Context: an optimization exercise on an open-source flow, tuned for small area, a short achievable clock period and few clock cycles. The choices shown serve that exercise and are no tape-out recipe.
The RTL was checked by simulation tests, not by an equivalence proof against the original design.

## flow/design.v (module list and top-level ports; edited modules follow where they fit)
// module cor_convert: 258 lines
// module cc_mul1: 1786 lines
// module cc_mul2: 2988 lines
module cor_convert (
    input  wire         clk,
    input  wire         rst,
    input  wire         in_valid,
    output wire         in_ready,
    input  wire [31:0]  in_x,
    input  wire [31:0]  in_y,
    input  wire [31:0]  in_z,
    input  wire [31:0]  in_xmin,
    input  wire [31:0]  in_ymin,
    input  wire [23:0]  in_pitch_x,
    input  wire [23:0]  in_pitch_y,
    input  wire [31:0]  in_zgain,
    output reg          rd_en,
    output reg  [5:0]   rd_i,
    output reg  [5:0]   rd_j,
    input  wire [383:0] rd_data,
    output reg          out_valid,
    output reg  [23:0]  out_cx,
    output reg  [23:0]  out_cy,
    output reg  [23:0]  out_cz,
    output reg          out_clamp,
    output reg  [2:0]   out_sat
);
  // ...
==> flow/flow/run.sh <==
#!/bin/bash
set -euo pipefail
bash standard.sh SETUP_SLACK_MARGIN=10.5 finish > standard_make.log 2>&1
==> flow/standard.sh <==
#!/bin/bash
# synth_recipe.tcl (not shown) runs the flow's synth.tcl, then flattens the netlist and writes it again
# the make line also repeats each setting of config.mk as NAME=value (left out here)
make -C /OpenROAD-flow-scripts/flow DESIGN_CONFIG=/design/flow/config.mk WORK_HOME=/design/flow/orfs CLKGATE_MAP_FILE= SYNTH_SCRIPT=/design/flow/synth_recipe.tcl "${@:-finish}"
==> flow/config.mk <==
export PLATFORM = sky130hd
export DESIGN_NAME = cor_convert
export DESIGN_NICKNAME = cor_convert
export VERILOG_FILES = /design/flow/design.v
export SDC_FILE = /design/flow/constraint.sdc
export NUM_CORES = 4
export LEC_CHECK = 0
export CAP_MARGIN = 20
export CORE_MARGIN = 2
export CORE_UTILIZATION = 50
export SETUP_SLACK_MARGIN = 5
export SLEW_MARGIN = 20
==> flow/constraint.sdc <==
create_clock -name core_clock -period 15.0 [get_ports {clk}]
set_input_delay 3.0000 -clock core_clock [delete_from_list [all_inputs] [get_ports {clk}]]
set_output_delay 3.0000 -clock core_clock [all_outputs]
set_load 0.01 [all_outputs]
==> flow_metrics.env, run 1 <==
export IMPL_layout_common_cells="1406 x inv_1, 865 x fa_1, 858 x xnor2_1"
export IMPL_maxUsedRoutingLayer="met5"
export IMPL_syn_inst=11900
export IMPL_slowest_delay_ps=570
export IMPL_cts_htree_levels=4
export IMPL_status="complete, no violations"
export IMPL_grtUsageMet3_pct=6.84
export IMPL_ys_top_cells_by_count="1411 x inv_1, 866 x fa_1, 865 x xnor2_1"
export IMPL_clk_pin_slew_ps=70
export IMPL_first_pass_iters=6
export IMPL_num_vias=93400
export IMPL_grt_util_met2_pct=55.0
export IMPL_synth_area_leaders="fa_1 15%, edfxtp_1 15%, dfxtp_1 14%"
export IMPL_drive_gt1_share_pct=7.88
export IMPL_synth_seq_cells=1362
export IMPL_cts_tree="built"
export IMPL_cts_root_buf="clkbuf_16"
export IMPL_die_h_um=481
export IMPL_whs_path_depth=0
export IMPL_cp_depth=15
export IMPL_cts_inserted_buffers=160
export IMPL_clock_sinks=1362
export IMPL_yosysSeqAreaShare_pct=29.1
export IMPL_multi_input_area_share_pct=56.4
export IMPL_setup_worst_path_start="m2c1[22]$_DFF_P_"
export IMPL_cp_top_family="simple AND/OR/NAND/NOR gates"
export IMPL_multi_input_area_mm2=0.0741
export IMPL_holdBufCountCts=0
export IMPL_ys_types=99
Testbench counts, summed over its fixed seeds: cycles 12,488.
==> module cor_convert, before the edit <==
module cor_convert (
    input  wire         clk,
    input  wire         rst,
    input  wire         in_valid,
    output wire         in_ready,
    input  wire [31:0]  in_x,
    input  wire [31:0]  in_y,
    input  wire [31:0]  in_z,
    input  wire [31:0]  in_xmin,
    input  wire [31:0]  in_ymin,
    input  wire [23:0]  in_pitch_x,
    input  wire [23:0]  in_pitch_y,
    input  wire [31:0]  in_zgain,
    output reg          rd_en,
    output reg  [5:0]   rd_i,
    output reg  [5:0]   rd_j,
    input  wire [383:0] rd_data,
    output reg          out_valid,
    output reg  [23:0]  out_cx,
    output reg  [23:0]  out_cy,
    output reg  [23:0]  out_cz,
    output reg          out_clamp,
    output reg  [2:0]   out_sat
);
    reg [5:0] ph;                   
    reg       rdy;                  
    reg       fp;                   
    reg       va, vb, v1, v2;       
    wire      ph0 = ph[0];
    wire      ph1 = ph[1];
    wire      ph2 = ph[2];
    wire      ph3 = ph[3];
    wire      ph4 = ph[4];
    wire      ph5 = ph[5];
    assign in_ready = rdy;
    reg  [63:0] wx0, wy0, wx1, wy1;  
    reg  [23:0] px0, py0, px1, py1;
    reg  [25:0] p3x0, p3y0, p3x1, p3y1;    
    reg  [31:0] zr, zgr;
    reg         cl0, ex0, ey0, cl1, ex1, ey1;
    function [25:0] dstep4;
        input [23:0] rem;
        input [1:0]  b;
        input [23:0] p;
        input [25:0] p3;
        reg   [26:0] d1, d2, d3;
        begin
            d1 = {1'b0, rem, b} - {3'b000, p};
            d2 = {1'b0, rem, b} - {2'b00, p, 1'b0};
            d3 = {1'b0, rem, b} - {1'b0, p3};
            if (!d3[26])      dstep4 = {2'd3, d3[23:0]};
            else if (!d2[26]) dstep4 = {2'd2, d2[23:0]};
            else if (!d1[26]) dstep4 = {2'd1, d1[23:0]};
            else              dstep4 = {2'd0, rem[21:0], b};
        end
    endfunction
    wire [63:0] wxs = fp ? wx0 : wx1;
    wire [63:0] wys = fp ? wy0 : wy1;
    wire [23:0] pxs = fp ? px0 : px1;
    wire [23:0] pys = fp ? py0 : py1;
    wire [33:0] nx  = {{2{wxs[63]}}, wxs[63:32]} - {{2{wxs[31]}}, wxs[31:0]};
    wire [33:0] ny  = {{2{wys[63]}}, wys[63:32]} - {{2{wys[31]}}, wys[31:0]};
    wire [32:0] nnx = nx[33] ? 33'd0 : nx[32:0];
    wire [32:0] nny = ny[33] ? 33'd0 : ny[32:0];
    wire [34:0] ex_s = {{3{wxs[63]}}, wxs[63:32]} - {{3{wxs[31]}}, wxs[31:0]} - {5'd0, pxs, 6'd0};
    wire [34:0] ey_s = {{3{wys[63]}}, wys[63:32]} - {{3{wys[31]}}, wys[31:0]} - {5'd0, pys, 6'd0};
    wire [34:0] gx_s = {{3{wxs[63]}}, wxs[63:32]} + ~{{3{wxs[31]}}, wxs[31:0]} + ~{5'd0, pxs, 6'd0} + 35'd1;
    wire [34:0] gy_s = {{3{wys[63]}}, wys[63:32]} + ~{{3{wys[31]}}, wys[31:0]} + ~{5'd0, pys, 6'd0} + 35'd1;
    wire        gex = ~ex_s[34];
    wire        gey = ~ey_s[34];
    wire        gtx = ~gx_s[34];
    wire        gty = ~gy_s[34];
    wire        clp = nx[33] | ny[33] | gtx | gty;
    wire [45:0] wxp = {nnx[29:6], nnx[5:0], 16'd0};
    wire [45:0] wyp = {nny[29:6], nny[5:0], 16'd0};
    wire [25:0] p3xp = {2'b00, pxs} + {1'b0, pxs, 1'b0};
    wire [25:0] p3yp = {2'b00, pys} + {1'b0, pys, 1'b0};
    wire [25:0] sx0 = dstep4(wx0[45:22], wx0[21:20], px0, p3x0);
    wire [25:0] sy0 = dstep4(wy0[45:22], wy0[21:20], py0, p3y0);
    wire [25:0] sx1 = dstep4(wx1[45:22], wx1[21:20], px1, p3x1);
    wire [25:0] sy1 = dstep4(wy1[45:22], wy1[21:20], py1, p3y1);
    wire [45:0] wxn0 = {sx0[23:0], wx0[19:0], sx0[25:24]};
    wire [45:0] wyn0 = {sy0[23:0], wy0[19:0], sy0[25:24]};
    wire [45:0] wxn1 = {sx1[23:0], wx1[19:0], sx1[25:24]};
    wire [45:0] wyn1 = {sy1[23:0], wy1[19:0], sy1[25:24]};
    wire [21:0] qxf = fp ? wxn1[21:0] : wxn0[21:0];
    wire [21:0] qyf = fp ? wyn1[21:0] : wyn0[21:0];
    wire        exf = fp ? ex1 : ex0;
    wire        eyf = fp ? ey1 : ey0;
    wire        clf = fp ? cl1 : cl0;
    reg [16:0] h_fx, h_fy, fyr;
    reg        h_cl, clm;
    reg [8:0]  fx1, fx2, fxn;       
    function [26:0] benc;           
        input [17:0] b;
        integer k;
        reg b0, b1, b2;
        begin
            for (k = 0; k < 9; k = k + 1) begin
                b0 = (k == 0) ? 1'b0 : b[2*k-1];
                b1 = b[2*k];
                b2 = b[2*k+1];
                benc[k]      = b1 ^ b0;
                benc[9 + k]  = (b2 & ~b1 & ~b0) | (~b2 & b1 & b0);
                benc[18 + k] = b2 & ~(b1 & b0);
            end
        end
    endfunction
    wire [26:0] fx_enc = benc({1'b0, h_fx});
    wire        gs_d = ph2 | ph4 | ph0;
    wire [1:0]  gs_ax = (ph2 | ph3) ? 2'd2 : ((ph4 | ph5) ? 2'd0 : 2'd1);
    reg [31:0] g00, g10, g01, g11;
    always @(*) begin
        case (gs_ax)
            2'd0: begin g00 = rd_data[31:0];   g10 = rd_data[127:96];  g01 = rd_data[223:192]; g11 = rd_data[319:288]; end
            2'd1: begin g00 = rd_data[63:32];  g10 = rd_data[159:128]; g01 = rd_data[255:224]; g11 = rd_data[351:320]; end
            default: begin g00 = rd_data[95:64]; g10 = rd_data[191:160]; g01 = rd_data[287:256]; g11 = rd_data[383:352]; end
        endcase
    end
    wire [33:0] i1 = gs_d ? {{2{g11[31]}}, g11} : 34'd0;
    wire [33:0] i2 = gs_d ? ~{{2{g10[31]}}, g10} : {{2{g10[31]}}, g10};
    wire [33:0] i3 = gs_d ? ~{{2{g01[31]}}, g01} : 34'd0;
    reg  [33:0] ts, tc;
    reg  [31:0] o3, o4;
    reg         od;
    always @(posedge clk) begin
        ts <= i1 ^ i2 ^ i3;
        tc <= {(i1[32:0] & i2[32:0]) | (i1[32:0] & i3[32:0]) | (i2[32:0] & i3[32:0]), 1'b0};
        o3 <= i3[31:0];
        o4 <= gs_d ? g00 : ~g00;
        od <= gs_d;
    end
    wire [33:0] s3 = {{2{o3[31]}}, o3};
    wire [33:0] s4 = {{2{o4[31]}}, o4};
    wire [33:0] pa_diff = ts + tc + s4 + {32'd0, od, ~od};
    wire [32:0] pa_base = (od ? ~s3[32:0] : 33'd0) + ~s4[32:0] + {32'd0, od};
    reg  [33:0] diffr;
    reg  [32:0] baser;
    wire [49:0] m1s0, m1s1;
    cc_mul1 u_m1 (.a(diffr), .one(fx1), .two(fx2), .neg(fxn), .base(baser),
                  .r0(m1s0), .r1(m1s1));
    reg  [49:0] m1c0, m1c1;
    wire [49:0] m1 = m1c0 + m1c1;
    reg  [49:0] dr;
    reg  [49:0] ar;
    reg  [31:0] zl;
    reg  [33:0] zt, zt2;            
    reg  [8:0]  mp1, mp2, mpn;      
    wire        c_op = ph1 | ph3 | ph5;
    wire [49:0] mc   = dr;
    wire [48:0] xa   = c_op ? ar[48:0] : 49'd0;
    wire [31:0] zl_g = ph0 ? zl : 32'd0;
    wire [33:0] zt_g = ph1 ? zt2 : 34'd0;
    wire [66:0] m2s0, m2s1;
    cc_mul2 u_m2 (.a(mc), .one(mp1), .two(mp2), .neg(mpn), .xa(xa), .zl(zl_g), .zt(zt_g),
                  .k31(c_op), .k39(c_op), .r0(m2s0), .r1(m2s1));
    reg  [66:0] m2c0, m2c1;
    wire [66:0] m2 = m2c0 + m2c1;
    wire [17:0] mp_next = (ph0 | ph2 | ph4) ? {1'b0, fyr}
                        : (ph3 ? {2'b00, zgr[15:0]} : {{2{zgr[31]}}, zgr[31:16]});
    wire [26:0] mp_enc  = benc(mp_next);
    wire        sat  = ~((m2[66:63] == 4'b0000) | (m2[66:63] == 4'b1111));
    wire [23:0] code = sat ? (m2[66] ? 24'h000000 : 24'hFFFFFF) : {~m2[63], m2[62:40]};
    wire        zt_ok = (m2[47:33] == 15'd0) | (m2[47:33] == 15'h7FFF);
    wire [33:0] zt_n  = zt_ok ? m2[33:0] : (m2[47] ? {1'b1, 33'd0} : {1'b0, {33{1'b1}}});
    always @(posedge clk) begin
        if (ph0 & ~fp) begin
            wx0 <= {in_x, in_xmin};
            wy0 <= {in_y, in_ymin};
            px0 <= in_pitch_x;
            py0 <= in_pitch_y;
        end else if (ph1 & fp) begin
            wx0[45:0] <= wxp;
            wy0[45:0] <= wyp;
            p3x0 <= p3xp;
            p3y0 <= p3yp;
            ex0  <= gex;
            ey0  <= gey;
            cl0  <= clp;
        end else begin
            wx0[45:0] <= wxn0;
            wy0[45:0] <= wyn0;
        end
        if (ph0 & fp) begin
            wx1 <= {in_x, in_xmin};
            wy1 <= {in_y, in_ymin};
            px1 <= in_pitch_x;
            py1 <= in_pitch_y;
        end else if (ph1 & ~fp) begin
            wx1[45:0] <= wxp;
            wy1[45:0] <= wyp;
            p3x1 <= p3xp;
            p3y1 <= p3yp;
            ex1  <= gex;
            ey1  <= gey;
            cl1  <= clp;
        end else begin
            wx1[45:0] <= wxn1;
            wy1[45:0] <= wyn1;
        end
        if (ph0) begin
            zr    <= in_z;
            zgr   <= in_zgain;
            h_fx  <= exf ? 17'h10000 : {1'b0, qxf[15:0]};
            h_fy  <= eyf ? 17'h10000 : {1'b0, qyf[15:0]};
            h_cl  <= clf;
            rd_i  <= exf ? 6'd63 : qxf[21:16];
            rd_j  <= eyf ? 6'd63 : qyf[21:16];
        end
        if (ph1) zt2 <= zt;
        if (ph0) clm <= h_cl;
        if (ph3) begin
            fx1 <= fx_enc[8:0];
            fx2 <= fx_enc[17:9];
            fxn <= fx_enc[26:18];
        end
        if (ph5) fyr <= h_fy;
        diffr <= pa_diff;
        baser <= pa_base;
        m1c0  <= m1s0;
        m1c1  <= m1s1;
        ar <= m1;
        dr <= (ph0 | ph2 | ph4) ? ar : {{18{zr[31]}}, zr};    
        mp1   <= mp_enc[8:0];
        mp2   <= mp_enc[17:9];
        mpn   <= mp_enc[26:18];
        m2c0  <= m2s0;
        m2c1  <= m2s1;
        zl    <= m2[47:16];
        if (ph1) zt <= zt_n;
        if (ph2) begin out_cz <= code; out_sat[2] <= sat; end
        if (ph4) begin out_cx <= code; out_sat[0] <= sat; end
        if (ph0) begin out_cy <= code; out_sat[1] <= sat; out_clamp <= clm; end
        if (rst) begin
            ph        <= 6'b000001;
            rdy       <= 1'b1;
            fp        <= 1'b0;
            va        <= 1'b0;
            vb        <= 1'b0;
            v1        <= 1'b0;
            v2        <= 1'b0;
            rd_en     <= 1'b0;
            out_valid <= 1'b0;
        end else begin
            ph        <= {ph[4:0], ph[5]};
            rdy       <= ph5;
            rd_en     <= ph0 & vb;
            out_valid <= ph0 & v2;
            if (ph0) begin
                fp <= ~fp;
                va <= in_valid;
                vb <= va;
                v1 <= vb;
                v2 <= v1;
            end
        end
    end
endmodule
==> run 2: changes to the inputs <==
--- a/flow/design.v
+++ b/flow/design.v
@@ -146,3 +146,4 @@
     reg  [31:0] zl;
-    reg  [33:0] zt, zt2;            
+    reg  [47:0] zt;                 
+    reg  [33:0] zt2;                
     reg  [8:0]  mp1, mp2, mpn;      
@@ -163,4 +164,6 @@
     wire [23:0] code = sat ? (m2[66] ? 24'h000000 : 24'hFFFFFF) : {~m2[63], m2[62:40]};
-    wire        zt_ok = (m2[47:33] == 15'd0) | (m2[47:33] == 15'h7FFF);
-    wire [33:0] zt_n  = zt_ok ? m2[33:0] : (m2[47] ? {1'b1, 33'd0} : {1'b0, {33{1'b1}}});
+    wire        zt_ok = (zt[47:33] == 15'd0) | (zt[47:33] == 15'h7FFF);
+    wire [33:0] zt_s  = zt_ok ? zt[33:0] : (zt[47] ? {1'b1, 33'd0} : {1'b0, {33{1'b1}}});
+    reg  [23:0] hz, hx;             
+    reg         hsz, hsx;
     always @(posedge clk) begin
@@ -206,6 +209,6 @@
             h_cl  <= clf;
-            rd_i  <= exf ? 6'd63 : qxf[21:16];
-            rd_j  <= eyf ? 6'd63 : qyf[21:16];
         end
-        if (ph1) zt2 <= zt;
+        if (ph1) zt2 <= zt_s;
+        rd_i  <= exf ? 6'd63 : qxf[21:16];
+        rd_j  <= eyf ? 6'd63 : qyf[21:16];
         if (ph0) clm <= h_cl;
@@ -229,6 +232,10 @@
         zl    <= m2[47:16];
-        if (ph1) zt <= zt_n;
-        if (ph2) begin out_cz <= code; out_sat[2] <= sat; end
-        if (ph4) begin out_cx <= code; out_sat[0] <= sat; end
-        if (ph0) begin out_cy <= code; out_sat[1] <= sat; out_clamp <= clm; end
+        if (ph1) zt <= m2[47:0];
+        if (ph2) begin hz <= code; hsz <= sat; end
+        if (ph4) begin hx <= code; hsx <= sat; end
+        out_cz    <= hz;
+        out_cx    <= hx;
+        out_cy    <= code;
+        out_sat   <= {hsz, sat, hsx};
+        out_clamp <= clm;
         if (rst) begin
==> run 2 against run 1 <==
Net effect:
- maximum frequency down 1.2%
- synthesized cell count up 0.87%
- clock-buffer cell count down 1
- via count up 3.3%
- cell count up 0.61%
- clock skew down 9.6 ps
- design area up 0.63%
- register-to-register slack worse by 50 ps
- utilization down 0.30 points
- worst setup slack worse by 55 ps
- sequential share of layout area up 0.66 points
==> flow_metrics.env, run 2 <==
export IMPL_dieArea_mm2=0.234
export IMPL_ys_types=102
export IMPL_critPathMaxFanout=12
export IMPL_layout_common_cells="1430 x inv_1, 871 x xnor2_1, 862 x fa_1"
export IMPL_start_util_pct=50.2
export IMPL_detail_route_iter0_violations=11700
export IMPL_antenna_found_initial=73
export IMPL_crit_path_end_kind="flop"
export IMPL_cts_inserted_buffers=162
export IMPL_clock_sinks=1426
export IMPL_wl_per_cell_um=29.6
export IMPL_dp_hpwl_mm=357
export IMPL_final_common_cell="inv_1"
export IMPL_area_growth_pct=14.9
export IMPL_gp_congestion=1.05
export IMPL_clk_pin_slew_ps=60
export IMPL_overflow=0
export IMPL_fmax_ghz=0.217
export IMPL_first_pass_iters=7
export IMPL_start_kind="flop"
export IMPL_maxCapViolCount=0
export IMPL_fin_nets=14700
export IMPL_synth_flop_cell="dfxtp_1"
export IMPL_drive_gt1_share_pct=6.74
export IMPL_fp_dieW_um=484
export IMPL_worst_pin_slew_ps=1350
export IMPL_required_ps=15570
export IMPL_port_buffers=717
export IMPL_grt_max_degree=114
export IMPL_hp_class="flop to flop"
export IMPL_rsz0062_at_grt="true"
export IMPL_cp_arrival_ps=5170
export IMPL_reg_largest_list="m2c0 (67), m2c1 (67)"
export IMPL_synth_edff_count=553
export IMPL_syn_avg_cell_area_um2=9.61
export IMPL_num_io_pins=718
export IMPL_yosys_warnings=1
export IMPL_finalSetupViolations=0
export IMPL_final_util_pct=57.6
export IMPL_synth_most_common_cell="inv_1"
export IMPL_finalHoldViolCount=0
export IMPL_core_area_mm2=0.229
export IMPL_drc_errors=0
export IMPL_cts_max_path_buffers=3
export IMPL_syn_inst=12000
export IMPL_yosysSeqAreaShare_pct=29.6
export IMPL_syn_nets=14300
export IMPL_num_vias=96400
export IMPL_yosysTopAreaCell="dfxtp_1"
export IMPL_grt_pass1_vias=95100
export IMPL_drt_vias_per_instance=6.20
export IMPL_cts_tree="built"
export IMPL_async_flop_share_pct=0
export IMPL_holdBufCountCts=0
export IMPL_cts_htree_levels=4
export IMPL_grtUsageTotal_pct=38.3
export IMPL_tns_ps=0
export IMPL_die_h_um=484
export IMPL_cts_root_buf="clkbuf_16"
export IMPL_synth_area_leaders="dfxtp_1 15%, fa_1 15%, edfxtp_1 14%"
export IMPL_grt_pass1_wl_mm=658
export IMPL_period_share_pct=30.7
export IMPL_insertion_delay_ps=840
export IMPL_synth_seq_cells=1426
export IMPL_yosys_area_top_type_share_pct=15.2
export IMPL_ant_nets=0
export IMPL_status="complete, no violations"
export IMPL_critical_path_class="flop to flop"
export IMPL_timing_slew_headroom_pct=9.63
export IMPL_syn_area_mm2=0.115
export IMPL_drt_total_wl_mm=460
export IMPL_rows=176
export IMPL_finalNonFillerCells=15600
export IMPL_skew_ps=37.8
export IMPL_ys_top_cells_by_count="1435 x inv_1, 879 x xnor2_1, 873 x dfxtp_1"
export IMPL_placedCellCount=15200
export IMPL_drv_slew=0
export IMPL_period_needed_ps=4600
-- run 2: cell count changes after synthesis, moves of 14 or more --
cell	before	now
edfxtp_1	577	553
mux2_1	22	0
nand3_1	139	153
xnor2_1	865	879
buf_1	141	126
inv_1	1411	1435
o211ai_1	98	121
nor2_1	521	461
nor3_1	94	143
o21ai_0	521	496
a211oi_1	97	71
xor2_1	400	382
dfxtp_1	785	873
a21o_1	298	281
-- run 2: layer usage --
metal	GRT usage, %	wire length (µm)	part of all wire [%]	up-vias
met1	52.1	188000	41	47600
met5	0	267	0.058	-
met4	20.1	29700	6.4	38
met3	8.90	48800	11	1118
met2	56.8	194000	42	5541
li1	-	-	-	42100
-- run 2: cell families (layout without fill, tap and decap cells) --
logic type / count (synthesis) / in the layout / share of synthesized area (%)
DFF: 1426 / 1426 / 29.6
and+or+nand+nor: 2065 / 2065 / 8.46
AOI/OAI and AO/OA: 3013 / 3015 / 17.9
muxes: 357 / 357 / 3.16
other: 1 / 24 / 0.00326
buffers and inverters: 2148 / 2671 / 7.05
xor gates and xnor gates: 1261 / 1261 / 9.60
adders and majority gates: 1706 / 1706 / 24.2
-- run 2: final cells by class --
| class | count | area, µm² |
|---|---|---|
| fillers | 20000 | 97300 |
| flip-flops and latches | 1426 | 34200 |
| well taps | 3026 | 3790 |
| multi-input cells | 8405 | 74000 |
| repair buffers | 925 | 9040 |
| inverters | 1440 | 5420 |
| diodes | 23 | 57.6 |
| clock buffers | 217 | 4670 |
| clock inverters | 89 | 1090 |
-- run 2: through the flow --
stage          hold slack [ps]  instance area [µm²]  setup slack (ps)
4_1_cts                    335               131000             10460
5_1_grt                    341               132000             10280
3_3_place_gp               325               125000              8740
3_5_place_dp               327               125000              8610
6_report                   338               132000             10400
2_1_floorplan              323               115000             10510
-- run 2: critical path, cell delays in order, from the launching register on --
cell and delay (ps):
dfxtp_4 400, buf_4 250, mux2i_4 370, inv_1 150
ha_4 190, inv_1 70, fa_1 380, inv_1 70
ha_1 220, a41o_1 240, a21o_1 180, a21o_1 180
a21o_1 170, a21o_1 170, a21oi_1 170, o21ai_1 130
a41oi_2 280, or4_4 180, a21oi_1 70, or4_4 480
-- run 2: final timing paths --
check	cells past startpoint	slack, ps	to	from
worst min-delay path	0	340	out_cz[2]$_DFF_P_	hz[2]$_DFFE_PP_
worst max register to register	19	10400	cl1$_DFFE_PP_	fp$_SDFFE_PP0P_
worst min register to register	0	340	out_cz[2]$_DFF_P_	hz[2]$_DFFE_PP_
worst max-delay path	19	10400	cl1$_DFFE_PP_	fp$_SDFFE_PP0P_
-- run 2: what timing repair did --
action / 4_1_cts / 5_1_grt
pin swaps: 17 / 37
setup endpoints to repair: 356 / 245
cloned: 8 / 2
resized for setup: 248 / 140
buffers inserted: 24 / 25
endpoints found under the hold margin: 0 / 0
Testbench counts of run 2, summed over its fixed seeds: cycles 12,488.
==> run 3: changes to the inputs <==
==> flow/flow/run.sh (replaced) <==
#!/bin/bash
set -euo pipefail
bash standard.sh SETUP_SLACK_MARGIN=10.8 finish > standard_make.log 2>&1
==> run 3 against run 2 <==
Net effect:
- clock skew decreased by 0.60 ps
- register-to-register slack improved by 210 ps
- global-route usage increased by 0.46 points
- clock-buffer cell count increased by 12
- cell count increased by 0.65%
- wire length increased by 1.2%
- largest cell class unchanged
==> flow_metrics.env, run 3 <==
export IMPL_holdBufCountCts=0
export IMPL_dieArea_mm2=0.234
export IMPL_final_util_pct=58.8
export IMPL_fp_dieW_um=484
export IMPL_yosysTopAreaCell="dfxtp_1"
export IMPL_hp_class="flop to flop"
export IMPL_min_from="hx[12]$_DFFE_PP_"
export IMPL_critical_path_class="flop to flop"
export IMPL_min_to="out_cx[12]$_DFF_P_"
export IMPL_grt_max_degree=91
export IMPL_wl_per_cell_um=29.7
export IMPL_gp_congestion=1.10
export IMPL_dpl_instance_area_mm2=0.125
export IMPL_port_buffers=717
export IMPL_detail_route_iter0_violations=11500
export IMPL_first_pass_iters=10
export IMPL_grtUsageTotal_pct=38.8
export IMPL_critPathMaxFanout=13
export IMPL_grtUsageMet3_pct=10.7
export IMPL_dp_hpwl_mm=356
export IMPL_core_area_mm2=0.229
export IMPL_synth_most_common_cell="inv_1"
export IMPL_final_common_cell="inv_1"
export IMPL_yosys_area_top_type_share_pct=15.2
export IMPL_worst_pin_slew_ps=1300
export IMPL_num_vias=97500
export IMPL_grt_busiest_layer="met2"
export IMPL_grtUsageMet1_pct=52.3
export IMPL_skew_ps=37.2
export IMPL_setup_worst_path_start="fp$_SDFFE_PP0P_"
export IMPL_crit_path_end_kind="flop"
export IMPL_syn_inst=12000
export IMPL_ant_nets=0
export IMPL_start_util_pct=50.2
export IMPL_drc_errors=0
export IMPL_cts_inserted_buffers=167
export IMPL_reg_largest_list="m2c0 (67), m2c1 (67)"
export IMPL_area_growth_pct=17.2
export IMPL_drive_gt1_share_pct=10.2
export IMPL_required_ps=15580
export IMPL_hold_ws_ps=333
export IMPL_status="complete, no violations"
export IMPL_cp_arrival_ps=4970
export IMPL_ys_top_cells_by_count="1435 x inv_1, 879 x xnor2_1, 873 x dfxtp_1"
export IMPL_clock_sinks=1426
export IMPL_r2r_slack_ps=10610
export IMPL_synth_area_leaders="dfxtp_1 15%, fa_1 15%, edfxtp_1 14%"
export IMPL_synth_seq_cells=1426
export IMPL_yosysSeqAreaShare_pct=29.6
export IMPL_syn_area_mm2=0.115
export IMPL_die_h_um=484
export IMPL_r2r_start="fp$_SDFFE_PP0P_"
export IMPL_fin_area_mm2=0.135
export IMPL_whs_path_depth=0
export IMPL_period_share_pct=29.2
export IMPL_rsz0062_at_grt="true"
export IMPL_grt_pass1_wl_mm=667
export IMPL_cts_tree="built"
export IMPL_period_needed_ps=4390
export IMPL_syn_nets=14300
export IMPL_insertion_delay_ps=850
export IMPL_tns_ps=0
export IMPL_async_flop_share_pct=0
export IMPL_cts_htree_levels=4
export IMPL_ys_types=102
export IMPL_grt_pass1_vias=96000
export IMPL_synth_edff_count=553
export IMPL_maxCapViolCount=0
export IMPL_fmax_ghz=0.228
export IMPL_r2r_end="cl1$_DFFE_PP_"
export IMPL_cts_max_path_buffers=3
export IMPL_antenna_found_initial=79
export IMPL_finalHoldViolCount=0
export IMPL_clk_pin_slew_ps=60
export IMPL_layout_common_cells="1414 x inv_1, 861 x xnor2_1, 855 x fa_1"
export IMPL_rr_worst_depth=16
export IMPL_cts_root_buf="clkbuf_16"
export IMPL_drv_slew=0
export IMPL_grt_util_met2_pct=57.2
export IMPL_overflow=0
export IMPL_timing_slew_headroom_pct=12.5
export IMPL_finalSetupViolations=0
export IMPL_drt_total_wl_mm=466
export IMPL_synth_flop_cell="dfxtp_1"
export IMPL_rows=176
export IMPL_fin_nets=14800
export IMPL_yosys_warnings=1
export IMPL_start_kind="flop"
export IMPL_num_io_pins=718
export IMPL_syn_avg_cell_area_um2=9.61
export IMPL_drt_vias_per_instance=6.23
## run 3: worst max-delay path by stage
stage	endpoint	slack, ps	cells after the start
after detailed placement	wx1[42]$_DFF_P_	8780	17
after global placement	wx1[24]$_DFF_P_	8810	17
after floorplan	wx0[45]$_DFF_P_	10800	19
final	cl1$_DFFE_PP_	10610	16
after CTS	in_ready	10630	1
after global routing	wx1[45]$_DFF_P_	10540	19
## run 3: final cells by class
cell class	instances	area [µm²]
fillers	19900	94600
multi-input cells	8406	75100
flip-flops and latches	1426	34300
repair buffers	1012	10300
inverters	1440	5430
clock buffers	229	4730
well taps	3026	3790
clock inverters	85	1160
diodes	28	70.1
## run 3: cell families (layout without fill, tap and decap cells)
family	count (synthesis)	in the layout	synth area share, %
adders and majority gates	1706	1706	24.2
and+or+nand+nor	2065	2065	8.46
DFF	1426	1426	29.6
other	1	29	0.00326
buffers and inverters	2148	2766	7.05
AOI/OAI and AO/OA	3013	3016	17.9
muxes	357	357	3.16
xor gates and xnor gates	1261	1261	9.60
## run 3: per-layer routing
layer	vias up	share of wire, %
li1	42300	-
met1	48100	40
met2	5838	42
met3	1235	11
met4	50	6.2
met5	-	0.076
## run 3: timing repair
item,in CTS,in global routing
resized for setup,749,381
buffers inserted,54,79
cloned,16,1
setup endpoints to repair,464,421
pin swaps,32,133
hold endpoints to repair,0,0
## run 3: stage by stage
step	setup slack (ps)	instances
after detailed placement	8780	15200
after floorplan	10800	12000
after CTS	10630	15500
final	10610	15700
after global placement	8810	15200
after global routing	10540	15600
## run 3: critical path: stages (launching register included)
cell      delay [ps]
dfxtp_4          420
buf_12           190
buf_16           200
buf_12           120
mux2i_2          230
inv_1             90
fa_1             570
inv_1             50
ha_1             220
fa_1             450
and4_1           230
a221oi_2         250
o21ai_2          110
a41oi_2          240
or4_4            180
a21oi_1           70
or4_4            480
==> run 4: changes to the inputs <==
==> flow/flow/run.sh (replaced) <==
#!/bin/bash
set -euo pipefail
bash standard.sh SETUP_SLACK_MARGIN=10.8 \
    "BUFFER_PORTS_ARGS=-buffer_cell sky130_fd_sc_hd__buf_2" finish > standard_make.log 2>&1
==> run 4 against run 3 <==
Net effect:
- hold slack improved by 4.8 ps
- clock-buffer cell count decreased by 4
- largest cell class unchanged
- design area decreased by 2.4%
- via count increased by 0.60%
- clock skew increased by 12 ps
- flip-flop and latch count unchanged
- first-iteration DRC count increased by 2.4%
- maximum frequency decreased by 2.5%
- still clean on timing, DRC and antenna
- register-to-register slack got worse by 110 ps
- sequential share of layout area increased by 0.61 points
- utilization decreased by 1.4 points
==> flow_metrics.env, run 4 <==
export IMPL_drive_gt1_share_pct=15.4
export IMPL_detail_route_iter0_violations=11800
export IMPL_clk_pin_slew_ps=60
export IMPL_cts_root_buf="clkbuf_16"
export IMPL_overflow=0
export IMPL_r2r_start="fp$_SDFFE_PP0P_"
export IMPL_crit_top_cell="a21o_1"
export IMPL_port_buffers=717
export IMPL_layout_common_cells="1412 x inv_1, 872 x xnor2_1, 858 x fa_1"
export IMPL_drt_total_wl_mm=473
export IMPL_fin_nets=14800
export IMPL_yosys_warnings=1
export IMPL_gp_congestion=1.09
export IMPL_status="complete, no violations"
export IMPL_yosysTopAreaCell="dfxtp_1"
export IMPL_yosysSeqAreaShare_pct=29.6
export IMPL_grt_pass1_vias=96700
export IMPL_tns_ps=0
export IMPL_synth_edff_count=553
export IMPL_critPathMaxFanout=7
export IMPL_syn_inst=12000
export IMPL_rr_worst_depth=20
export IMPL_period_share_pct=30.0
export IMPL_start_util_pct=50.2
export IMPL_fill_cells=20100
export IMPL_critical_path_class="flop to flop"
export IMPL_dieArea_mm2=0.234
export IMPL_grtUsageTotal_pct=39.4
export IMPL_die_h_um=484
export IMPL_antenna_found_initial=98
export IMPL_synth_area_leaders="dfxtp_1 15%, fa_1 15%, edfxtp_1 14%"
export IMPL_r2r_end="cl1$_DFFE_PP_"
export IMPL_area_growth_pct=14.4
export IMPL_rsz0062_at_grt="true"
export IMPL_fmax_ghz=0.222
export IMPL_worst_slack_ps=10500
export IMPL_crit_path_top_delay_cell="fa_1"
export IMPL_dp_hpwl_mm=363
export IMPL_hp_class="flop to flop"
export IMPL_cts_max_path_buffers=3
export IMPL_wl_per_cell_um=30.1
export IMPL_num_vias=98100
export IMPL_synth_flop_cell="dfxtp_1"
export IMPL_drt_vias_per_instance=6.24
export IMPL_required_ps=15570
export IMPL_insertion_delay_ps=860
export IMPL_final_common_cell="inv_1"
export IMPL_ys_top_cells_by_count="1435 x inv_1, 879 x xnor2_1, 873 x dfxtp_1"
export IMPL_finalHoldViolCount=0
export IMPL_clock_sinks=1426
export IMPL_async_flop_share_pct=0
export IMPL_skew_ps=49.0
export IMPL_yosys_area_top_type_share_pct=15.2
export IMPL_synth_seq_cells=1426
export IMPL_cts_inserted_buffers=168
export IMPL_place_ws_ps=8560
export IMPL_crit_path_end_kind="flop"
export IMPL_start_kind="flop"
export IMPL_core_area_mm2=0.229
export IMPL_min_from="hsx$_DFFE_PP_"
export IMPL_maxCapViolCount=0
export IMPL_slowest_delay_ps=520
export IMPL_grt_max_degree=81
export IMPL_cts_tree="built"
export IMPL_whs_path_depth=0
export IMPL_ant_nets=0
export IMPL_drc_errors=0
export IMPL_worst_pin_slew_ps=1260
export IMPL_syn_avg_cell_area_um2=9.61
export IMPL_drv_slew=0
export IMPL_reg_largest_list="m2c0 (67), m2c1 (67)"
export IMPL_syn_area_mm2=0.115
export IMPL_rows=176
export IMPL_fin_area_mm2=0.132
export IMPL_path_cells="buf_6 > buf_6 > buf_16 > mux2i_4 > ha_4 > inv_2 > fa_1 > inv_1 > ha_1 > a41o_1 > a21o_1 > a21o_1 > a21o_1 > a21o_1 > a21oi_2 > o21ai_2 > a41oi_2 > or4_4 > a21oi_1 > or4_4"
export IMPL_syn_nets=14300
export IMPL_fp_dieW_um=484
export IMPL_dpl_instance_area_mm2=0.121
export IMPL_synth_most_common_cell="inv_1"
export IMPL_timing_slew_headroom_pct=14.9
export IMPL_finalSetupViolations=0
export IMPL_period_needed_ps=4500
export IMPL_r2r_slack_ps=10500
export IMPL_cp_arrival_ps=5070
export IMPL_path_buf_inv=5
export IMPL_min_to="out_sat[0]$_DFF_P_"
export IMPL_num_io_pins=718
export IMPL_cp_top_family="compound AO/OA/AOI/OAI gates"
export IMPL_cts_htree_levels=4
export IMPL_ys_types=102
export IMPL_first_pass_iters=9
export IMPL_grt_pass1_wl_mm=676
-- run 4: metal layers --
metal	wire length (µm)	part of all wire, %	track usage (%)
met3	52800	11	10.5
met4	31600	6.7	20.8
met5	308	0.065	0.612
met2	196000	42	57.6
met1	192000	41	53.2
-- run 4: logic make-up (layout without fill, tap and decap cells) --
| group | count (synthesis) | count (layout) | synth area share, % |
|---|---|---|---|
| buffers and inverters | 2148 | 2790 | 7.05 |
| adders and majority gates | 1706 | 1706 | 24.2 |
| xor gates and xnor gates | 1261 | 1262 | 9.60 |
| and+or+nand+nor | 2065 | 2065 | 8.46 |
| other | 1 | 61 | 0.00326 |
| AOI/OAI and AO/OA | 3013 | 3017 | 17.9 |
| DFF | 1426 | 1426 | 29.6 |
| muxes | 357 | 357 | 3.16 |
-- run 4: worst max path at each step --
stage               cells after the start              end  slack, ps       startpoint
floorplan                              19  wx0[45]$_DFF_P_      10800  fp$_SDFFE_PP0P_
global placement                       16  wy1[41]$_DFF_P_       8740  fp$_SDFFE_PP0P_
detailed placement                     16  wy1[45]$_DFF_P_       8560  fp$_SDFFE_PP0P_
CTS                                    19    cl1$_DFFE_PP_      10500  fp$_SDFFE_PP0P_
global route                           20    cl1$_DFFE_PP_      10380  fp$_SDFFE_PP0P_
finish                                 20    cl1$_DFFE_PP_      10500  fp$_SDFFE_PP0P_
-- run 4: metrics by stage --
stage          hold slack, ps  util (%)  instances
2_1_floorplan             323         -      12000
3_3_place_gp              324      52.8      15200
3_5_place_dp              327      52.8      15200
4_1_cts                   337      56.3      15600
5_1_grt                   344      57.4      15700
6_report                  338      57.4      15700
-- run 4: final cells by class --
cell class,instances,area (µm²),share of cell area (%)
Tap cell,3026,3790,2.88
Antenna cell,60,150,0.114
Inverter,1440,5440,4.13
Clock buffer,225,4700,3.57
Timing Repair Buffer,1034,7160,5.44
Sequential cell,1426,34300,26.0
Clock inverter,91,913,0.694
Multi-Input combinational cell,8408,75200,57.1
-- run 4: worst register-to-register path: stages (launching register included) --
cell and delay (ps):
dfxtp_4 410, buf_6 130, buf_6 100, buf_16 140, mux2i_4 290, ha_4 170, inv_2 40, fa_1 520
inv_1 40, ha_1 260, a41o_1 190, a21o_1 170, a21o_1 180, a21o_1 180, a21o_1 180, a21oi_2 180
o21ai_2 100, a41oi_2 260, or4_4 180, a21oi_1 60, or4_4 420
-- run 4: timing repair --
action	CTS	global route
setup buffers	64	75
gates cloned	11	6
gates resized for setup	417	388
endpoints found under the setup margin	567	397
hold buffers	0	0
pin swaps	51	153
==> run 5: changes to the inputs <==
==> flow/flow/run.sh (replaced) <==
#!/bin/bash
set -euo pipefail
bash standard.sh SETUP_SLACK_MARGIN=11.1 \
    "BUFFER_PORTS_ARGS=-buffer_cell sky130_fd_sc_hd__buf_2" finish > standard_make.log 2>&1
==> run 5 against run 4 <==
Net effect:
- largest cell class unchanged
- highest routed layer unchanged
- still clean
- worst setup slack gained 33 ps
==> flow_metrics.env, run 5 <==
export IMPL_status="complete, no violations"
export IMPL_crit_path_end_kind="output port"
export IMPL_synth_most_common_cell="inv_1"
export IMPL_cp_depth=1
export IMPL_dieArea_mm2=0.234
export IMPL_finalHoldViolCount=0
export IMPL_period_needed_ps=4460
export IMPL_place_ws_ps=8780
export IMPL_final_common_cell="inv_1"
export IMPL_fp_dieW_um=484
export IMPL_layout_common_cells="1403 x inv_1, 865 x xnor2_1, 835 x fa_1"
export IMPL_start_kind="flop"
export IMPL_grt_max_degree=79
export IMPL_drt_vias_per_instance=6.21
export IMPL_gp_congestion=1.04
export IMPL_wl_per_cell_um=30.8
export IMPL_syn_nets=14300
export IMPL_holdBufCountCts=0
export IMPL_path_buf_inv=1
export IMPL_period_share_pct=29.8
export IMPL_worst_pin_slew_ps=1290
export IMPL_synth_edff_count=553
export IMPL_yosys_warnings=1
export IMPL_async_flop_share_pct=0
export IMPL_worst_slack_ps=10540
export IMPL_grt_pass1_wl_mm=673
export IMPL_finalSetupViolations=0
export IMPL_placedCellCount=15200
export IMPL_rsz0062_at_grt="true"
export IMPL_yosysTopAreaCell="dfxtp_1"
export IMPL_fin_nets=15000
export IMPL_grtUsageTotal_pct=39.1
export IMPL_drc_errors=0
export IMPL_r2r_start="fp$_SDFFE_PP0P_"
export IMPL_detail_route_iter0_violations=10400
export IMPL_rr_worst_depth=16
export IMPL_cts_htree_levels=4
export IMPL_syn_inst=12000
export IMPL_crit_path_top_delay_cell="dfxtp_4"
export IMPL_grt_pass1_vias=97800
export IMPL_required_ps=12000
export IMPL_cts_root_buf="clkbuf_16"
export IMPL_crit_path_end="in_ready"
export IMPL_area_growth_pct=19.2
export IMPL_regArea_mm2=0.0344
export IMPL_drt_total_wl_mm=488
export IMPL_die_h_um=484
export IMPL_fmax_ghz=0.224
export IMPL_synth_flop_cell="dfxtp_1"
export IMPL_start_util_pct=50.2
export IMPL_ys_types=102
export IMPL_ant_nets=0
export IMPL_num_vias=98500
export IMPL_finalNonFillerCells=15900
export IMPL_dpl_instance_area_mm2=0.121
export IMPL_timing_slew_headroom_pct=11.4
export IMPL_cts_max_path_buffers=3
export IMPL_insertion_delay_ps=860
export IMPL_ys_top_cells_by_count="1435 x inv_1, 879 x xnor2_1, 873 x dfxtp_1"
export IMPL_skew_ps=60.7
export IMPL_fill_cells=19600
export IMPL_maxCapViolCount=0
export IMPL_drive_gt1_share_pct=19.0
export IMPL_drv_slew=0
export IMPL_critical_path_class="flop to output port"
export IMPL_multi_input_area_mm2=0.0774
export IMPL_setup_worst_path_start="ph[0]$_SDFF_PP1_"
export IMPL_antenna_found_initial=46
export IMPL_yosys_area_top_type_share_pct=15.2
export IMPL_r2r_end="cl0$_DFFE_PP_"
export IMPL_yosysSeqAreaShare_pct=29.6
export IMPL_clock_sinks=1426
export IMPL_tns_ps=0
export IMPL_synth_area_leaders="dfxtp_1 15%, fa_1 15%, edfxtp_1 14%"
export IMPL_syn_avg_cell_area_um2=9.61
export IMPL_dp_hpwl_mm=353
export IMPL_path_cells="buf_6"
export IMPL_cts_tree="built"
export IMPL_synth_seq_cells=1426
export IMPL_cp_top_family="flip-flops"
export IMPL_r2r_slack_ps=10610
export IMPL_cp_arrival_ps=1460
export IMPL_first_pass_iters=7
export IMPL_slowest_delay_ps=450
export IMPL_core_area_mm2=0.229
export IMPL_overflow=0
export IMPL_rows=176
export IMPL_num_io_pins=718
export IMPL_reg_largest_list="m2c0 (67), m2c1 (67)"
export IMPL_port_buffers=717
export IMPL_hp_class="flop to flop"
export IMPL_fin_area_mm2=0.137
export IMPL_cts_inserted_buffers=164
export IMPL_syn_area_mm2=0.115
export IMPL_clk_pin_slew_ps=60
export IMPL_critPathMaxFanout=2
-- run 5: cell counts after synthesis --
No cell type changed its count.
-- run 5: cells by family (layout without fill, tap and decap cells) --
logic type	after synthesis	after routing	synth area share [%]
flip-flops	1426	1426	29.6
buffers and inverters	2148	2997	7.05
other	1	22	0.00326
XOR/XNOR	1261	1261	9.60
AO/OA/AOI/OAI	3013	3015	17.9
multiplexers	357	357	3.16
adder cells (fa/ha/maj)	1706	1706	24.2
AND/OR/NAND/NOR	2065	2068	8.46
-- run 5: how the worst min path moves through the flow --
stage | from | to | slack (ps) | depth (start not counted)
final | hx[3]$_DFFE_PP_ | out_cx[3]$_DFF_P_ | 330 | 0
after global routing | hx[3]$_DFFE_PP_ | out_cx[3]$_DFF_P_ | 340 | 0
after CTS | hx[3]$_DFFE_PP_ | out_cx[3]$_DFF_P_ | 330 | 0
after detailed placement | hx[23]$_DFFE_PP_ | out_cx[23]$_DFF_P_ | 330 | 0
after global placement | hx[19]$_DFFE_PP_ | out_cx[19]$_DFF_P_ | 330 | 0
after floorplan | clm$_DFFE_PP_ | out_clamp$_DFF_P_ | 320 | 0
-- run 5: cell type report --
cell class              count  share of cell area [%]
flip-flops and latches   1426                    25.1
clock buffers             225                    3.37
diodes                     21                  0.0383
repair buffers           1249                    7.50
inverters                1440                    3.96
clock inverters            83                   0.859
well taps                3026                    2.76
multi-input cells        8408                    56.4
-- run 5: per-stage QoR --
| step | util, % | hold WS [ps] |
|---|---|---|
| floorplan | - | 323 |
| global placement | 52.8 | 325 |
| detailed placement | 52.8 | 327 |
| CTS | 58.1 | 333 |
| global route | 59.8 | 335 |
| finish | 59.8 | 325 |
-- run 5: layer usage --
metal,vias to the layer above,wire length [µm],GRT usage (%)
met5,-,129,0
li1,42800,-,-
met1,48400,178000,47.8
met3,1733,46900,8.46
met4,20,45200,24.9
met2,5606,218000,62.7
-- run 5: repair_timing --
| action | 4_1_cts | 5_1_grt |
|---|---|---|
| resized for setup | 934 | 470 |
| setup buffers | 200 | 123 |
| setup endpoints to repair | 610 | 422 |
| pin swaps | 197 | 184 |
| cloned | 32 | 30 |
==> run 6: changes to the inputs <==
--- a/flow/design.v
+++ b/flow/design.v
@@ -39,3 +39,4 @@
     reg  [31:0] zr, zgr;
-    reg         cl0, ex0, ey0, cl1, ex1, ey1;
+    reg  [3:0]  hx0, hy0, hx1, hy1;  
+    reg         cl0, ex0, ey0, zx0, zy0, cl1, ex1, ey1, zx1, zy1;
     function [25:0] dstep4;
@@ -58,2 +59,4 @@
     wire [63:0] wys = fp ? wy0 : wy1;
+    wire [3:0]  hxs = fp ? hx0 : hx1;
+    wire [3:0]  hys = fp ? hy0 : hy1;
     wire [23:0] pxs = fp ? px0 : px1;
@@ -62,17 +65,13 @@
     wire [33:0] ny  = {{2{wys[63]}}, wys[63:32]} - {{2{wys[31]}}, wys[31:0]};
-    wire [32:0] nnx = nx[33] ? 33'd0 : nx[32:0];
-    wire [32:0] nny = ny[33] ? 33'd0 : ny[32:0];
-    wire [34:0] ex_s = {{3{wxs[63]}}, wxs[63:32]} - {{3{wxs[31]}}, wxs[31:0]} - {5'd0, pxs, 6'd0};
-    wire [34:0] ey_s = {{3{wys[63]}}, wys[63:32]} - {{3{wys[31]}}, wys[31:0]} - {5'd0, pys, 6'd0};
-    wire [34:0] gx_s = {{3{wxs[63]}}, wxs[63:32]} + ~{{3{wxs[31]}}, wxs[31:0]} + ~{5'd0, pxs, 6'd0} + 35'd1;
-    wire [34:0] gy_s = {{3{wys[63]}}, wys[63:32]} + ~{{3{wys[31]}}, wys[31:0]} + ~{5'd0, pys, 6'd0} + 35'd1;
-    wire        gex = ~ex_s[34];
-    wire        gey = ~ey_s[34];
-    wire        gtx = ~gx_s[34];
-    wire        gty = ~gy_s[34];
-    wire        clp = nx[33] | ny[33] | gtx | gty;
-    wire [45:0] wxp = {nnx[29:6], nnx[5:0], 16'd0};
-    wire [45:0] wyp = {nny[29:6], nny[5:0], 16'd0};
+    wire [45:0] wxp = {nx[29:0], 16'd0};
+    wire [45:0] wyp = {ny[29:0], 16'd0};
     wire [25:0] p3xp = {2'b00, pxs} + {1'b0, pxs, 1'b0};
     wire [25:0] p3yp = {2'b00, pys} + {1'b0, pys, 1'b0};
+    wire [32:0] fnx = {hxs[2:0], wxs[45:16]};
+    wire [32:0] fny = {hys[2:0], wys[45:16]};
+    wire        gex = ~hxs[3] & (fnx >= {3'd0, pxs, 6'd0});
+    wire        gey = ~hys[3] & (fny >= {3'd0, pys, 6'd0});
+    wire        gtx = ~hxs[3] & (fnx >  {3'd0, pxs, 6'd0});
+    wire        gty = ~hys[3] & (fny >  {3'd0, pys, 6'd0});
+    wire        clp = hxs[3] | hys[3] | gtx | gty;
     wire [25:0] sx0 = dstep4(wx0[45:22], wx0[21:20], px0, p3x0);
@@ -89,2 +88,4 @@
     wire        eyf = fp ? ey1 : ey0;
+    wire        zxf = fp ? zx1 : zx0;
+    wire        zyf = fp ? zy1 : zy0;
     wire        clf = fp ? cl1 : cl0;
@@ -177,7 +178,6 @@
             wy0[45:0] <= wyp;
+            hx0  <= nx[33:30];
+            hy0  <= ny[33:30];
             p3x0 <= p3xp;
             p3y0 <= p3yp;
-            ex0  <= gex;
-            ey0  <= gey;
-            cl0  <= clp;
         end else begin
@@ -194,7 +194,6 @@
             wy1[45:0] <= wyp;
+            hx1  <= nx[33:30];
+            hy1  <= ny[33:30];
             p3x1 <= p3xp;
             p3y1 <= p3yp;
-            ex1  <= gex;
-            ey1  <= gey;
-            cl1  <= clp;
         end else begin
@@ -203,2 +202,16 @@
         end
+        if (ph2 & fp) begin
+            ex0 <= gex;
+            ey0 <= gey;
+            zx0 <= hxs[3];
+            zy0 <= hys[3];
+            cl0 <= clp;
+        end
+        if (ph2 & ~fp) begin
+            ex1 <= gex;
+            ey1 <= gey;
+            zx1 <= hxs[3];
+            zy1 <= hys[3];
+            cl1 <= clp;
+        end
         if (ph0) begin
@@ -206,4 +219,4 @@
             zgr   <= in_zgain;
-            h_fx  <= exf ? 17'h10000 : {1'b0, qxf[15:0]};
-            h_fy  <= eyf ? 17'h10000 : {1'b0, qyf[15:0]};
+            h_fx  <= {exf, qxf[15:0] & {16{~(exf | zxf)}}};
+            h_fy  <= {eyf, qyf[15:0] & {16{~(eyf | zyf)}}};
             h_cl  <= clf;
@@ -211,4 +224,4 @@
         if (ph1) zt2 <= zt_s;
-        rd_i  <= exf ? 6'd63 : qxf[21:16];
-        rd_j  <= eyf ? 6'd63 : qyf[21:16];
+        rd_i  <= (qxf[21:16] & {6{~zxf}}) | {6{exf}};
+        rd_j  <= (qyf[21:16] & {6{~zyf}}) | {6{eyf}};
         if (ph0) clm <= h_cl;
==> flow/flow/run.sh (replaced) <==
#!/bin/bash
set -euo pipefail
bash standard.sh SETUP_SLACK_MARGIN=10.8 \
    "BUFFER_PORTS_ARGS=-buffer_cell sky130_fd_sc_hd__buf_2" finish > standard_make.log 2>&1
==> run 6 against run 5 <==
Net effect:
- highest routed layer unchanged
- clock skew fell by 17 ps
- still clean on timing, DRC and antenna
- via count down 3.8%
- first-iteration DRC count fell by 8.5%
- maximum frequency decreased by 1.4%
- utilization down 3.2 points
==> flow_metrics.env, run 6 <==
export IMPL_cp_arrival_ps=1530
export IMPL_tns_ps=0
export IMPL_whs_path_depth=0
export IMPL_yosysTopAreaCell="dfxtp_1"
export IMPL_rr_worst_depth=21
export IMPL_hp_class="flop to flop"
export IMPL_maxCapViolCount=0
export IMPL_setup_worst_path_start="ph[0]$_SDFF_PP1_"
export IMPL_skew_ps=43.3
export IMPL_finalSetupViolations=0
export IMPL_critPathMaxFanout=3
export IMPL_drive_gt1_share_pct=13.4
export IMPL_min_from="hx[7]$_DFFE_PP_"
export IMPL_synth_flop_cell="dfxtp_1"
export IMPL_final_common_cell="inv_1"
export IMPL_ys_types=101
export IMPL_fin_area_mm2=0.127
export IMPL_placedCellCount=15100
export IMPL_cts_max_path_buffers=3
export IMPL_gp_congestion=0.998
export IMPL_fin_nets=14500
export IMPL_yosys_area_top_type_share_pct=15.5
export IMPL_syn_inst=11900
export IMPL_fill_cells=20200
export IMPL_first_pass_iters=9
export IMPL_layout_common_cells="1320 x inv_1, 885 x xnor2_1, 782 x fa_1"
export IMPL_dpl_instance_area_mm2=0.119
export IMPL_grt_pass1_wl_mm=622
export IMPL_worst_slack_ps=10470
export IMPL_ys_top_cells_by_count="1324 x inv_1, 892 x xnor2_1, 873 x dfxtp_1"
export IMPL_die_h_um=480
export IMPL_finalNonFillerCells=15500
export IMPL_cts_root_buf="clkbuf_16"
export IMPL_core_area_mm2=0.225
export IMPL_antenna_found_initial=29
export IMPL_async_flop_share_pct=0
export IMPL_timing_slew_headroom_pct=26.2
export IMPL_num_vias=94800
export IMPL_slowest_delay_ps=360
export IMPL_synth_area_leaders="dfxtp_1 15%, edfxtp_1 15%, fa_1 14%"
export IMPL_finalHoldViolCount=0
export IMPL_place_ws_ps=9440
export IMPL_overflow=0
export IMPL_grt_pass1_vias=94900
export IMPL_synth_seq_cells=1442
export IMPL_ant_nets=0
export IMPL_port_buffers=717
export IMPL_drt_vias_per_instance=6.12
export IMPL_clock_sinks=1442
export IMPL_dp_hpwl_mm=312
export IMPL_dieArea_mm2=0.230
export IMPL_r2r_slack_ps=10760
export IMPL_syn_nets=14100
export IMPL_cts_htree_levels=4
export IMPL_required_ps=12000
export IMPL_start_util_pct=50.3
export IMPL_drc_errors=0
export IMPL_syn_area_mm2=0.113
export IMPL_crit_path_top_delay_cell="dfxtp_4"
export IMPL_r2r_end="p3y1[23]$_DFFE_PP_"
export IMPL_insertion_delay_ps=870
export IMPL_drv_slew=0
export IMPL_grt_max_degree=122
export IMPL_status="complete, no violations"
export IMPL_critical_path_class="flop to output port"
export IMPL_final_util_pct=56.6
export IMPL_yosys_warnings=1
export IMPL_path_cells="buf_12 > buf_12"
export IMPL_drt_total_wl_mm=423
export IMPL_grtUsageTotal_pct=36.0
export IMPL_num_io_pins=718
export IMPL_syn_avg_cell_area_um2=9.48
export IMPL_wl_per_cell_um=27.3
export IMPL_crit_path_end_kind="output port"
export IMPL_synth_most_common_cell="inv_1"
export IMPL_hold_ws_ps=339
export IMPL_rsz0062_at_grt="true"
export IMPL_fmax_ghz=0.221
export IMPL_start_kind="flop"
export IMPL_reg_largest_list="m2c0 (67), m2c1 (67)"
export IMPL_crit_top_cell="buf_12"
export IMPL_rows=174
export IMPL_detail_route_iter0_violations=9541
export IMPL_min_to="out_cx[7]$_DFF_P_"
export IMPL_clk_pin_slew_ps=60
export IMPL_area_growth_pct=12.7
export IMPL_fp_dieW_um=480
export IMPL_synth_edff_count=569
export IMPL_cts_tree="built"
export IMPL_period_share_pct=30.2
export IMPL_r2r_start="fp$_SDFFE_PP0P_"
export IMPL_worst_pin_slew_ps=1110
export IMPL_period_needed_ps=4530
export IMPL_cts_inserted_buffers=169
export IMPL_yosysSeqAreaShare_pct=30.6
run 6: worst max-delay path by stage:
stage                    endpoint  slack [ps]  depth (start not counted)
2_1_floorplan    hy0[2]$_DFFE_PP_       10790                         19
6_report                 in_ready       10470                          2
5_1_grt                  in_ready       10440                          2
4_1_cts                  in_ready       10420                          2
3_3_place_gp   p3y0[23]$_DFFE_PP_        9490                         18
3_5_place_dp   p3y0[23]$_DFFE_PP_        9440                         18
run 6: per-layer routing:
| metal | global-route usage, % | vias to the layer above | share of wire, % |
|---|---|---|---|
| met5 | 0 | - | 0.014 |
| met4 | 17.9 | 10 | 5.8 |
| met3 | 6.86 | 1097 | 8.5 |
| met2 | 57.0 | 4754 | 45 |
| met1 | 47.1 | 46800 | 40 |
| li1 | - | 42100 | - |
run 6: area by class of cell:
cell class | instances | area, µm² | share of cell area (%)
repair buffers | 952 | 6210 | 4.88
diodes | 16 | 40.0 | 0.0314
clock inverters | 115 | 1330 | 1.05
flip-flops and latches | 1442 | 34700 | 27.2
inverters | 1330 | 5040 | 3.96
multi-input cells | 8424 | 71800 | 56.3
clock buffers | 203 | 4540 | 3.57
well taps | 2992 | 3740 | 2.94
run 6: cell families after synthesis:
| family | count (synthesis) | synth area share [%] |
|---|---|---|
| buffers and inverters | 2064 | 6.88 |
| DFF | 1442 | 30.6 |
| and+or+nand+nor | 2194 | 9.11 |
| muxes | 338 | 3.07 |
| xor gates and xnor gates | 1263 | 9.79 |
| AOI/OAI and AO/OA | 3101 | 18.5 |
| adders and majority gates | 1524 | 22.1 |
| other | 1 | 0.00332 |
run 6: timing repair:
| action | 4_1_cts | 5_1_grt |
|---|---|---|
| setup endpoints to repair | 588 | 355 |
| gates resized for setup | 168 | 238 |
| hold buffers | 0 | 0 |
| cloned | 7 | 3 |
| pin swaps | 10 | 45 |
| setup buffers | 24 | 40 |
run 6: critical path, delay by kind of cell (launching register included):
| kind | cells | cell delay, ps |
|---|---|---|
| buf+inv | 2 | 290 |
| flops | 1 | 360 |
Testbench counts of run 6, summed over its fixed seeds: cycles 12,488.
==> run 7: changes to the inputs <==
==> flow/flow/run.sh (replaced) <==
#!/bin/bash
set -euo pipefail
bash standard.sh SETUP_SLACK_MARGIN=10.8 finish > standard_make.log 2>&1
==> run 7 against run 6 <==
Net effect:
- clock skew down 5.8 ps
- largest cell class unchanged
- register-to-register slack worse by 20 ps
- via count down 0.14%
- utilization up 1.4 points
- sequential share of layout area down 0.66 points
- maximum frequency up 1.8%
- hold slack worse by 1.8 ps
- highest routed layer unchanged
- critical path depth down 1
- first-iteration DRC count down 0.15%
- still clean on timing, DRC and antenna
- non-clock buffer count unchanged
==> flow_metrics.env, run 7 <==
export IMPL_placedCellCount=15100
export IMPL_grt_pass1_vias=94600
export IMPL_ant_nets=0
export IMPL_cp_depth=1
export IMPL_status="complete, no violations"
export IMPL_synth_seq_cells=1442
export IMPL_start_util_pct=50.3
export IMPL_synth_most_common_cell="inv_1"
export IMPL_grtUsageTotal_pct=36.0
export IMPL_antenna_found_initial=21
export IMPL_syn_nets=14100
export IMPL_r2r_slack_ps=10740
export IMPL_cp_arrival_ps=1450
export IMPL_syn_area_mm2=0.113
export IMPL_hp_class="flop to flop"
export IMPL_period_share_pct=29.6
export IMPL_timing_slew_headroom_pct=21.2
export IMPL_syn_avg_cell_area_um2=9.48
export IMPL_regArea_mm2=0.0347
export IMPL_critical_path_class="flop to output port"
export IMPL_core_area_mm2=0.225
export IMPL_port_buffers=717
export IMPL_num_vias=94600
export IMPL_hold_ws_ps=337
export IMPL_drt_total_wl_mm=425
export IMPL_r2r_end="wy1[42]$_DFF_P_"
export IMPL_first_pass_iters=9
export IMPL_cts_inserted_buffers=166
export IMPL_rows=174
export IMPL_synth_edff_count=569
export IMPL_place_ws_ps=9330
export IMPL_min_to="out_cx[7]$_DFF_P_"
export IMPL_fmax_ghz=0.225
export IMPL_path_cells="buf_6"
export IMPL_drive_gt1_share_pct=8.56
export IMPL_num_io_pins=718
export IMPL_synth_flop_cell="dfxtp_1"
export IMPL_finalSetupViolations=0
export IMPL_tns_ps=0
export IMPL_async_flop_share_pct=0
export IMPL_clk_pin_slew_ps=60
export IMPL_crit_path_top_delay_cell="dfxtp_4"
export IMPL_cts_root_buf="clkbuf_16"
export IMPL_drt_vias_per_instance=6.12
export IMPL_wl_per_cell_um=27.5
export IMPL_whs_path_depth=0
export IMPL_cts_tree="built"
export IMPL_insertion_delay_ps=850
export IMPL_min_from="hx[7]$_DFFE_PP_"
export IMPL_reg_largest_list="m2c0 (67), m2c1 (67)"
export IMPL_grt_pass1_wl_mm=620
export IMPL_ys_types=101
export IMPL_fp_dieW_um=480
export IMPL_synth_area_leaders="dfxtp_1 15%, edfxtp_1 15%, fa_1 14%"
export IMPL_drc_errors=0
export IMPL_dp_hpwl_mm=314
export IMPL_yosys_area_top_type_share_pct=15.5
export IMPL_fin_nets=14500
export IMPL_multi_input_area_mm2=0.0720
export IMPL_finalNonFillerCells=15500
export IMPL_r2r_start="fp$_SDFFE_PP0P_"
export IMPL_finalHoldViolCount=0
export IMPL_gp_congestion=1.01
export IMPL_layout_common_cells="1318 x inv_1, 889 x xnor2_1, 782 x fa_1, 782 x dfxtp_1, 776 x nand2_1"
export IMPL_syn_inst=11900
export IMPL_required_ps=12000
export IMPL_cp_top_family="flip-flops"
export IMPL_rsz0062_at_grt="true"
export IMPL_rr_worst_depth=10
export IMPL_worst_slack_ps=10550
export IMPL_critPathMaxFanout=2
export IMPL_dieArea_mm2=0.230
export IMPL_yosys_warnings=1
export IMPL_skew_ps=37.4
export IMPL_crit_path_end_kind="output port"
export IMPL_drv_slew=0
export IMPL_holdBufCountCts=0
export IMPL_ys_top_cells_by_count="1324 x inv_1, 892 x xnor2_1, 873 x dfxtp_1"
export IMPL_fill_cells=19800
export IMPL_final_common_cell="inv_1"
export IMPL_slowest_delay_ps=460
export IMPL_cts_max_path_buffers=3
export IMPL_area_growth_pct=15.4
export IMPL_path_buf_inv=1
export IMPL_start_kind="flop"
export IMPL_detail_route_iter0_violations=9527
export IMPL_clock_sinks=1442
export IMPL_die_h_um=480
export IMPL_grt_max_degree=91
export IMPL_period_needed_ps=4450
export IMPL_maxCapViolCount=0
export IMPL_overflow=0
export IMPL_yosysSeqAreaShare_pct=30.6
export IMPL_cts_htree_levels=4
export IMPL_worst_pin_slew_ps=1180
export IMPL_yosysTopAreaCell="dfxtp_1"
-- run 7: cell counts after synthesis --
Identical to the previous run, type by type.
-- run 7: timing repair --
action / CTS / global route
setup endpoints to repair: 553 / 358
gates cloned: 10 / 3
gates resized for setup: 569 / 229
pin swaps: 22 / 55
setup buffers: 30 / 29
-- run 7: metal layers --
metal  track usage [%]  wire [µm]  vias up
met3              6.52      36500     1097
met2              56.8     190000     4866
li1                  -          -    42100
met4              18.7      26700       10
met1              47.1     171000    46600
met5             0.124         90        -
-- run 7: worst max-delay path by stage --
stage                      from                 end
6_report       ph[0]$_SDFF_PP1_            in_ready
4_1_cts        ph[0]$_SDFF_PP1_            in_ready
2_1_floorplan   fp$_SDFFE_PP0P_    hy0[2]$_DFFE_PP_
5_1_grt        ph[0]$_SDFF_PP1_            in_ready
3_5_place_dp    fp$_SDFFE_PP0P_  p3x0[23]$_DFFE_PP_
3_3_place_gp    fp$_SDFFE_PP0P_  p3x0[23]$_DFFE_PP_
-- run 7: cell type report --
class	count	area share, %
Timing Repair Buffer	952	7.17
Timing Repair inverter	1	0.00383
Tap cell	2992	2.87
Inverter	1330	3.85
Multi-Input combinational cell	8423	55.1
Clock buffer	213	3.53
Antenna cell	11	0.0211
Sequential cell	1442	26.6
Clock inverter	99	0.845
-- run 7: cells by family (layout without fill, tap and decap cells) --
group / after synthesis / after routing / synth area share (%)
other: 1 / 12 / 0.00332
buffers and inverters: 2064 / 2595 / 6.88
DFF: 1442 / 1442 / 30.6
and+or+nand+nor: 2194 / 2194 / 9.11
muxes: 338 / 338 / 3.07
AOI/OAI and AO/OA: 3101 / 3103 / 18.5
adders and majority gates: 1524 / 1524 / 22.1
xor gates and xnor gates: 1263 / 1263 / 9.79
-- run 7: metrics by stage --
stage | util [%] | area, µm²
6_report | 58.0 | 131000
3_3_place_gp | 54.5 | 123000
2_1_floorplan | - | 113000
5_1_grt | 58.0 | 131000
3_5_place_dp | 54.5 | 123000
4_1_cts | 57.5 | 129000

[separate check: timing with driven ports]
The flow's constraints put no driver on any port. The routed layouts listed below were extracted and timed again, unchanged, in two steps. Step 1 (the two cells are an assumption about what drives the block):
set clk [get_ports {clk}]
set_driving_cell -lib_cell sky130_fd_sc_hd__clkbuf_16 $clk
set_driving_cell -lib_cell sky130_fd_sc_hd__buf_2 [delete_from_list [all_inputs] $clk]
Step 2 moves the port delays by t, midway between the first and last clock arrival at a register: inputs arrive t later, outputs are due t later. That takes back most of the time a late clock gives input paths. Slacks: ideal / step 1 / step 2; pairs: ideal / step 1.
run	t (ns)	setup WS [ns]	hold WS [ns]	slew at the worst register clock pin (ns)	cell pins on the clock port's net
run 1	0.945	10.457 / 10.430 / 9.904	0.411 / 0.411 / 0.411	0.07 / 0.07	1
run 2	0.922	10.402 / 10.402 / 9.561	0.338 / 0.338 / 0.338	0.08 / 0.08	1
run 3	0.934	10.615 / 10.583 / 9.894	0.333 / 0.333 / 0.333	0.07 / 0.07	1
run 4	0.933	10.502 / 10.502 / 10.035	0.338 / 0.338 / 0.338	0.07 / 0.07	1
run 5	0.948	10.535 / 10.431 / 10.174	0.325 / 0.325 / 0.325	0.07 / 0.07	1
run 6	0.942	10.473 / 10.375 / 10.507	0.339 / 0.339 / 0.339	0.07 / 0.07	1
run 7	0.928	10.554 / 10.452 / 10.063	0.337 / 0.337 / 0.337	0.07 / 0.07	1
After both steps setup and hold are still met in every run listed. For run 2, which loses most, drivers alone change the setup slack by 0.000 ns; drivers and shift together by -0.841 ns.
